Source: an optimization exercise on an open RTL-to-GDS flow (aim: small area, a short achievable clock period and few clock cycles per item). Production flows keep margins and buffers that such runs may drop. Only simulation tests tie the RTL to the original design; equivalence was not proved. Power and IR drop assume default switching activity.

run 4:
==> flow/design.v <==
module fz_policer_bank (
    input  wire        clk,
    input  wire        rst_n,
    input  wire        cmd_valid,
    output wire        cmd_ready,
    input  wire [1:0]  cmd_op,
    input  wire [1:0]  cmd_idx,
    input  wire [31:0] cmd_time,
    input  wire [13:0] cmd_len,
    input  wire [1:0]  cmd_color,
    input  wire        cmd_aware,
    input  wire [1:0]  cmd_tokens,
    input  wire        cmd_en,
    input  wire        cmd_mode,
    input  wire [15:0] cmd_cir,
    input  wire [15:0] cmd_xir,
    input  wire [15:0] cmd_cbs,
    input  wire [15:0] cmd_xbs,
    input  wire [7:0]  cmd_len_adj,
    output reg         rsp_valid,
    output reg  [1:0]  rsp_op,
    output reg  [1:0]  rsp_color,
    output reg  [1:0]  rsp_status,
    output wire [47:0] rsp_tc,
    output wire [47:0] rsp_tx,
    output reg  [31:0] rsp_last
);
    localparam [1:0] GREEN  = 2'd0;
    localparam [1:0] YELLOW = 2'd1;
    localparam [1:0] RED    = 2'd2;
    assign cmd_ready = 1'b1;
    function [29:0] mul15625;
        input [15:0] x;
        mul15625 = ({14'd0, x} << 14) - ({14'd0, x} << 10) + ({14'd0, x} << 8) +
                   ({14'd0, x} << 3) + {14'd0, x};
    endfunction
    function [45:0] mul125;
        input [38:0] x;
        mul125 = ({7'd0, x} << 7) - ({7'd0, x} << 2) + {7'd0, x};
    endfunction
    reg        v1;
    reg [1:0]  op1, idx1, in1, tok1;
    reg [31:0] t1;
    reg [13:0] len1;
    reg        en1, mode1;
    reg [15:0] cir1, xir1, cbs1, xbs1;
    reg [7:0]  adj1;
    always @(posedge clk) begin
        v1   <= rst_n & cmd_valid;
        op1  <= cmd_op;
        idx1 <= cmd_idx;
        t1   <= cmd_time;
        len1 <= cmd_len;
        in1  <= cmd_aware ? cmd_color : GREEN;
        tok1 <= cmd_tokens;
        en1  <= cmd_en;
        mode1 <= cmd_mode;
        cir1 <= cmd_cir;
        xir1 <= cmd_xir;
        cbs1 <= cmd_cbs;
        xbs1 <= cmd_xbs;
        adj1 <= cmd_len_adj;
    end
    reg [3:0]  cfg_v;
    reg [3:0]  en_q, mode_q;
    reg [15:0] cir_q [0:3];
    reg [15:0] xir_q [0:3];
    reg [15:0] cbs_q [0:3];
    reg [15:0] xbs_q [0:3];
    reg [7:0]  adj_q [0:3];
    reg [31:0] last_q [0:3];
    wire        s_v    = cfg_v[idx1];
    wire        s_en   = en_q[idx1] & s_v;
    wire        s_mode = mode_q[idx1];
    wire [15:0] s_cir  = cir_q[idx1];
    wire [15:0] s_xir  = xir_q[idx1];
    wire [15:0] s_cbs  = cbs_q[idx1] & {16{s_v}};
    wire [15:0] s_xbs  = xbs_q[idx1] & {16{s_v}};
    wire [7:0]  s_adj  = adj_q[idx1];
    wire [31:0] s_last = last_q[idx1] & {32{s_v}};
    wire is_pol = (op1 == 2'd0);
    wire is_set = (op1 == 2'd1);
    wire is_rd  = op1[1];
    wire [31:0] d_raw = t1 - s_last;
    wire [30:0] d     = d_raw[31] ? 31'd0 : d_raw[30:0];
    wire set_oor = (tok1 == 2'd3);
    wire set_bad = (cbs1 < 16'd64) || (xbs1 < 16'd64) ||
                   (!mode1 && xir1 < cir1) || (adj1[7] != adj1[6]);
    wire [1:0] set_status = set_oor ? 2'd2 : set_bad ? 2'd1 : 2'd0;
    wire set_ok = is_set & ~set_oor & ~set_bad;
    wire pol_en = is_pol & s_en;
    wire signed [15:0] b_signed = $signed({2'b00, len1}) + 16'sd4 + $signed({{8{s_adj[7]}}, s_adj});
    wire [14:0] b_len = (b_signed < 16'sd1) ? 15'd1 : b_signed[14:0];
    wire [15:0] bc_keep = (s_cbs < cbs1) ? s_cbs : cbs1;
    wire [15:0] bx_keep = (s_xbs < xbs1) ? s_xbs : xbs1;
    integer i;
    always @(posedge clk) begin
        for (i = 0; i < 4; i = i + 1) begin
            if (v1 && idx1 == i && (set_ok || pol_en))
                last_q[i] <= t1;
            if (v1 && idx1 == i && set_ok) begin
                en_q[i]   <= en1;
                mode_q[i] <= mode1;
                cir_q[i]  <= cir1;
                xir_q[i]  <= xir1;
                cbs_q[i]  <= cbs1;
                xbs_q[i]  <= xbs1;
                adj_q[i]  <= adj1;
            end
        end
        if (!rst_n)
            cfg_v <= 4'd0;
        else if (v1 && set_ok)
            cfg_v[idx1] <= 1'b1;
    end
    reg        v2, set2, rd2, we2, pol2, force2, mode2;
    reg [1:0]  op2, idx2, in2, st2;
    reg [15:0] rc2, rx2, bc2, bx2;
    reg [30:0] d2;
    reg [14:0] bl2;
    always @(posedge clk) begin
        v2    <= rst_n & v1;
        op2   <= op1;
        idx2  <= idx1;
        in2   <= in1;
        st2   <= is_set ? set_status : 2'd0;
        set2  <= is_set;
        rd2   <= is_rd;
        we2   <= set_ok | pol_en;
        pol2  <= pol_en;
        force2 <= is_set & (tok1 == 2'd1);
        mode2 <= is_rd ? s_last[31] : s_mode;
        rc2   <= is_rd ? 16'd1 : s_cir;
        rx2   <= s_xir;
        d2    <= is_rd ? s_last[30:0] : d;
        bc2   <= !is_set ? s_cbs : (tok1 == 2'd0) ? bc_keep : (tok1 == 2'd1) ? cbs1 : 16'd0;
        bx2   <= !is_set ? s_xbs : (tok1 == 2'd0) ? bx_keep : (tok1 == 2'd1) ? xbs1 : 16'd0;
        bl2   <= b_len;
    end
    wire [46:0] pc = rc2 * d2;
    wire [46:0] px = rx2 * d2;
    reg        v3, set3, rd3, we3, pol3, mode3, cge3, xge3, force3;
    reg [1:0]  op3, idx3, in3, st3;
    reg [46:0] ac3, ax3;
    reg [29:0] cc3, cx3;
    reg [27:0] bb3;
    reg [3:0]  tok_v;
    reg [38:0] tc_q [0:3];
    reg [38:0] tx_q [0:3];
    reg [38:0] tc3, tx3;
    wire [38:0] n_tc, n_tx;
    wire fwd = v3 & we3 & (idx3 == idx2);
    always @(posedge clk) begin
        v3    <= rst_n & v2;
        op3   <= op2;
        idx3  <= idx2;
        in3   <= in2;
        st3   <= st2;
        set3  <= set2;
        rd3   <= rd2;
        we3   <= we2;
        pol3  <= pol2;
        mode3 <= mode2;
        cge3  <= (bc2 >= {1'b0, bl2});
        xge3  <= (bx2 >= {1'b0, bl2});
        force3 <= force2;
        ac3   <= pc;
        ax3   <= px;
        cc3   <= mul15625(bc2);
        cx3   <= mul15625(bx2);
        bb3   <= mul15625({1'b0, bl2});
        tc3   <= fwd ? n_tc : (tc_q[idx2] & {39{tok_v[idx2]}});
        tx3   <= fwd ? n_tx : (tx_q[idx2] & {39{tok_v[idx2]}});
    end
    wire [38:0] cap_c = {cc3, 9'd0};
    wire [38:0] cap_x = {cx3, 9'd0};
    wire [38:0] b     = {bb3[27:0], 9'd0};
    wire [40:0] tc41 = {2'd0, tc3};
    wire [40:0] tx41 = {2'd0, tx3};
    wire [40:0] ac41 = {2'b0, ac3[38:0]};
    wire [40:0] ax41 = {2'b0, ax3[38:0]};
    wire        big_c = force3 | (|ac3[46:39]);
    wire        big_x = force3 | (|ax3[46:39]);
    wire [40:0] ncc  = ~{2'd0, cap_c};
    wire [40:0] ncx  = ~{2'd0, cap_x};
    wire [40:0] nb   = ~{2'd0, b};
    wire [40:0] os_c = tc41 ^ ac41 ^ ncc;
    wire [40:0] oc_c = (tc41 & ac41) | (tc41 & ncc) | (ac41 & ncc);
    wire [40:0] os_x = tx41 ^ ax41 ^ ncx;
    wire [40:0] oc_x = (tx41 & ax41) | (tx41 & ncx) | (ax41 & ncx);
    wire [41:0] ov_c = {1'b0, os_c} + {oc_c, 1'b0};
    wire [41:0] ov_x = {1'b0, os_x} + {oc_x, 1'b0};
    wire        sat_c = big_c | ov_c[41];
    wire        sat_x = big_x | ov_x[41];
    wire [40:0] ds_c = tc41 ^ ac41 ^ nb;
    wire [40:0] dc_c = (tc41 & ac41) | (tc41 & nb) | (ac41 & nb);
    wire [40:0] ds_x = tx41 ^ ax41 ^ nb;
    wire [40:0] dc_x = (tx41 & ax41) | (tx41 & nb) | (ax41 & nb);
    wire [41:0] df_c = {1'b0, ds_c} + {dc_c, 1'b0} + 42'd1;
    wire [41:0] df_x = {1'b0, ds_x} + {dc_x, 1'b0} + 42'd1;
    wire [38:0] sum_c = tc3 + ac3[38:0];
    wire [38:0] sum_x = tx3 + ax3[38:0];
    wire [38:0] cmb_c = {cc3 - {2'd0, bb3}, 9'd0};
    wire [38:0] cmb_x = {cx3 - {2'd0, bb3}, 9'd0};
    wire        ge_c  = sat_c ? cge3 : df_c[41];
    wire        ge_x  = sat_x ? xge3 : df_x[41];
    wire [38:0] r_c   = sat_c ? cap_c : sum_c;
    wire [38:0] r_x   = sat_x ? cap_x : sum_x;
    wire [38:0] rb_c  = sat_c ? cmb_c : df_c[38:0];
    wire [38:0] rb_x  = sat_x ? cmb_x : df_x[38:0];
    reg [1:0] col;
    reg       deb_c, deb_x;
    always @(*) begin
        deb_c = 1'b0;
        deb_x = 1'b0;
        col   = RED;
        if (!mode3) begin
            if (in3 == RED || in3 == 2'd3 || !ge_x) begin
                col = RED;
            end else begin
                deb_x = 1'b1;
                if (in3 == YELLOW || !ge_c) begin
                    col = YELLOW;
                end else begin
                    deb_c = 1'b1;
                    col   = GREEN;
                end
            end
        end else begin
            if (in3 == GREEN && ge_c) begin
                deb_c = 1'b1;
                col   = GREEN;
            end else if ((in3 == GREEN || in3 == YELLOW) && ge_x) begin
                deb_x = 1'b1;
                col   = YELLOW;
            end else begin
                col = RED;
            end
        end
        if (!pol3) begin
            deb_c = 1'b0;
            deb_x = 1'b0;
        end
    end
    assign n_tc = deb_c ? rb_c : r_c;
    assign n_tx = deb_x ? rb_x : r_x;
    always @(posedge clk) begin
        for (i = 0; i < 4; i = i + 1) begin
            if (v3 && we3 && idx3 == i) begin
                tc_q[i] <= n_tc;
                tx_q[i] <= n_tx;
            end
        end
        if (!rst_n)
            tok_v <= 4'd0;
        else if (v3 && we3)
            tok_v[idx3] <= 1'b1;
    end
    reg  [45:0] rsp_tc_q, rsp_tx_q;
    always @(posedge clk) begin
        rsp_valid  <= rst_n & v3;
        rsp_op     <= op3;
        rsp_color  <= pol3 ? col : in3;
        rsp_status <= st3;
        rsp_tc_q   <= mul125(tc3);
        rsp_tx_q   <= mul125(tx3);
        rsp_last   <= {mode3, ac3[30:0]};
    end
    assign rsp_tc = {2'd0, rsp_tc_q};
    assign rsp_tx = {2'd0, rsp_tx_q};
endmodule
export LEC_CHECK = 0
export CAP_MARGIN = 20
export CORE_MARGIN = 2
export CORE_UTILIZATION = 60
export PLACE_DENSITY = 0.72
export SLEW_MARGIN = 20
create_clock -name core_clock -period 26.0 [get_ports {clk}]
standard.sh (not shown) runs the stock make flow with config.mk's settings and CLKGATE_MAP_FILE= SYNTH_SCRIPT=/design/flow/synth_recipe.tcl, a recipe that flattens the netlist after the stock synthesis.
==> flow/flow/run.sh <==
#!/bin/bash
# Standard synthesis and layout, with timing repair aimed at a tighter setup slack
# (the design's clock and constraints are unchanged).
set -euo pipefail
bash standard.sh synth > synth.log 2>&1
bash standard.sh SETUP_SLACK_MARGIN=19.5 finish > layout.log 2>&1
Testbench counts of run 4, summed over its fixed seeds: cycles 24,064, items 24,032.
Modified inputs, run 5 compared to run 4
--- a/flow/design.v
+++ b/flow/design.v
@@ -33,8 +33,38 @@
         input [15:0] x;
         mul15625 = ({14'd0, x} << 14) - ({14'd0, x} << 10) + ({14'd0, x} << 8) +
                    ({14'd0, x} << 3) + {14'd0, x};
     endfunction
+    function [26:0] booth_enc;
+        input [15:0] y;
+        reg [18:0] ye;
+        integer k;
+        begin
+            ye = {2'b00, y, 1'b0};
+            for (k = 0; k < 9; k = k + 1) begin
+                booth_enc[3*k]   = ye[2*k+1] ^ ye[2*k];
+                booth_enc[3*k+1] = (ye[2*k+2] & ~ye[2*k+1] & ~ye[2*k]) | (~ye[2*k+2] & ye[2*k+1] & ye[2*k]);
+                booth_enc[3*k+2] = ye[2*k+2];
+            end
+        end
+    endfunction
+    localparam [46:0] BOOTH_K = 47'd0 - (47'd1 << 32) - (47'd1 << 34) - (47'd1 << 36) - (47'd1 << 38) -
+                                (47'd1 << 40) - (47'd1 << 42) - (47'd1 << 44) - (47'd1 << 46);
+    function [46:0] booth_mul;
+        input [26:0] e;
+        input [30:0] x;
+        reg [31:0] m;
+        reg [46:0] acc;
+        integer k;
+        begin
+            acc = BOOTH_K;
+            for (k = 0; k < 9; k = k + 1) begin
+                m = ({32{e[3*k]}} & {1'b0, x}) | ({32{e[3*k+1]}} & {x, 1'b0});
+                acc = acc + ({14'd0, ~e[3*k+2], m ^ {32{e[3*k+2]}}} << (2*k)) + ({46'd0, e[3*k+2]} << (2*k));
+            end
+            booth_mul = acc;
+        end
+    endfunction
     function [45:0] mul125;
         input [38:0] x;
         mul125 = ({7'd0, x} << 7) - ({7'd0, x} << 2) + {7'd0, x};
     endfunction
@@ -66,18 +96,18 @@
     reg [15:0] cir_q [0:3];
     reg [15:0] xir_q [0:3];
     reg [15:0] cbs_q [0:3];
     reg [15:0] xbs_q [0:3];
-    reg [7:0]  adj_q [0:3];
+    reg [6:0]  adj_q [0:3];    
     reg [31:0] last_q [0:3];
     wire        s_v    = cfg_v[idx1];
     wire        s_en   = en_q[idx1] & s_v;
     wire        s_mode = mode_q[idx1];
     wire [15:0] s_cir  = cir_q[idx1];
     wire [15:0] s_xir  = xir_q[idx1];
     wire [15:0] s_cbs  = cbs_q[idx1] & {16{s_v}};
     wire [15:0] s_xbs  = xbs_q[idx1] & {16{s_v}};
-    wire [7:0]  s_adj  = adj_q[idx1];
+    wire [6:0]  s_adj  = adj_q[idx1];
     wire [31:0] s_last = last_q[idx1] & {32{s_v}};
     wire is_pol = (op1 == 2'd0);
     wire is_set = (op1 == 2'd1);
     wire is_rd  = op1[1];
@@ -88,9 +118,9 @@
                    (!mode1 && xir1 < cir1) || (adj1[7] != adj1[6]);
     wire [1:0] set_status = set_oor ? 2'd2 : set_bad ? 2'd1 : 2'd0;
     wire set_ok = is_set & ~set_oor & ~set_bad;
     wire pol_en = is_pol & s_en;
-    wire signed [15:0] b_signed = $signed({2'b00, len1}) + 16'sd4 + $signed({{8{s_adj[7]}}, s_adj});
+    wire signed [15:0] b_signed = $signed({2'b00, len1}) + 16'sd4 + $signed({{9{s_adj[6]}}, s_adj});
     wire [14:0] b_len = (b_signed < 16'sd1) ? 15'd1 : b_signed[14:0];
     wire [15:0] bc_keep = (s_cbs < cbs1) ? s_cbs : cbs1;
     wire [15:0] bx_keep = (s_xbs < xbs1) ? s_xbs : xbs1;
     integer i;
@@ -104,9 +134,9 @@
                 cir_q[i]  <= cir1;
                 xir_q[i]  <= xir1;
                 cbs_q[i]  <= cbs1;
                 xbs_q[i]  <= xbs1;
-                adj_q[i]  <= adj1;
+                adj_q[i]  <= adj1[6:0];
             end
         end
         if (!rst_n)
             cfg_v <= 4'd0;
@@ -114,9 +144,10 @@
             cfg_v[idx1] <= 1'b1;
     end
     reg        v2, set2, rd2, we2, pol2, force2, mode2;
     reg [1:0]  op2, idx2, in2, st2;
-    reg [15:0] rc2, rx2, bc2, bx2;
+    reg [26:0] rc2, rx2;    
+    reg [15:0] bc2, bx2;
     reg [30:0] d2;
     reg [14:0] bl2;
     always @(posedge clk) begin
         v2    <= rst_n & v1;
@@ -129,17 +160,17 @@
         we2   <= set_ok | pol_en;
         pol2  <= pol_en;
         force2 <= is_set & (tok1 == 2'd1);
         mode2 <= is_rd ? s_last[31] : s_mode;
-        rc2   <= is_rd ? 16'd1 : s_cir;
-        rx2   <= s_xir;
+        rc2   <= booth_enc(is_rd ? 16'd1 : s_cir);
+        rx2   <= booth_enc(s_xir);
         d2    <= is_rd ? s_last[30:0] : d;
         bc2   <= !is_set ? s_cbs : (tok1 == 2'd0) ? bc_keep : (tok1 == 2'd1) ? cbs1 : 16'd0;
         bx2   <= !is_set ? s_xbs : (tok1 == 2'd0) ? bx_keep : (tok1 == 2'd1) ? xbs1 : 16'd0;
         bl2   <= b_len;
     end
-    wire [46:0] pc = rc2 * d2;
-    wire [46:0] px = rx2 * d2;
+    wire [46:0] pc = booth_mul(rc2, d2);
+    wire [46:0] px = booth_mul(rx2, d2);
     reg        v3, set3, rd3, we3, pol3, mode3, cge3, xge3, force3;
     reg [1:0]  op3, idx3, in3, st3;
     reg [46:0] ac3, ax3;
     reg [29:0] cc3, cx3;
@@ -241,10 +272,10 @@
             deb_c = 1'b0;
             deb_x = 1'b0;
         end
     end
-    assign n_tc = deb_c ? rb_c : r_c;
-    assign n_tx = deb_x ? rb_x : r_x;
+    assign n_tc = {deb_c ? rb_c[38:9] : r_c[38:9], sat_c ? 9'd0 : sum_c[8:0]};
+    assign n_tx = {deb_x ? rb_x[38:9] : r_x[38:9], sat_x ? 9'd0 : sum_x[8:0]};
     always @(posedge clk) begin
         for (i = 0; i < 4; i = i + 1) begin
             if (v3 && we3 && idx3 == i) begin
                 tc_q[i] <= n_tc;
### Flow results
- Looking at clock latency on the worst-skew pair, run 5 sits 40 ps lower than run 4 does.
- Run 5 vs run 4 — combinational power climbed by more than half
- Run 5: largest net degree at the start of global routing about 14% above run 4
- Run 5 does worse than run 4 on hold slack.
- Route | run 5 vs run 4 | wire shorter in run 5
- The total power of run 5 was inferior to that of run 4.
- Across both runs, path depth of the worst reg2reg path was lower for run 5 than for run 4.
- Cell area was higher in run 4 than in run 5.
- In the tables for run 4 and run 5, average wire length per cell after detail routing reads lower with run 4.
- Against run 4, number of non-clock inverters in the layout in run 5 fell by more than a quarter.
- Run 5 against run 4: wire length of the first global-routing pass shrank by 2.1%; x dimension of the die down 11 µm.
Testbench counts of run 5, summed over its fixed seeds: cycles 24,064, items 24,032.

==> what the ideal ports hide <==
In the flow no input, the clock included, has a driving cell. The finished layouts below were timed again as built, in two steps. Step 1 assumes that a clkbuf_16 drives the clock port and a buf_2 every other input. Step 2 times the ports against the registers' clock, not the clock port: input delays grow and output delays shrink by t, the midpoint of the rising clock arrivals with the driver on. Three values: no drivers, after step 1, after step 2; two values: the first two.
run	t (ns)	setup WS [ns]	cell pins on the clock port's net
run 4	0.934	19.473 / 19.399 / 19.454	1
run 5	0.907	19.501 / 19.407 / 18.832	1
After both steps setup and hold are still met in every run listed. For run 5, which loses most, drivers alone change the setup slack by -0.094 ns; drivers and shift together by -0.669 ns.
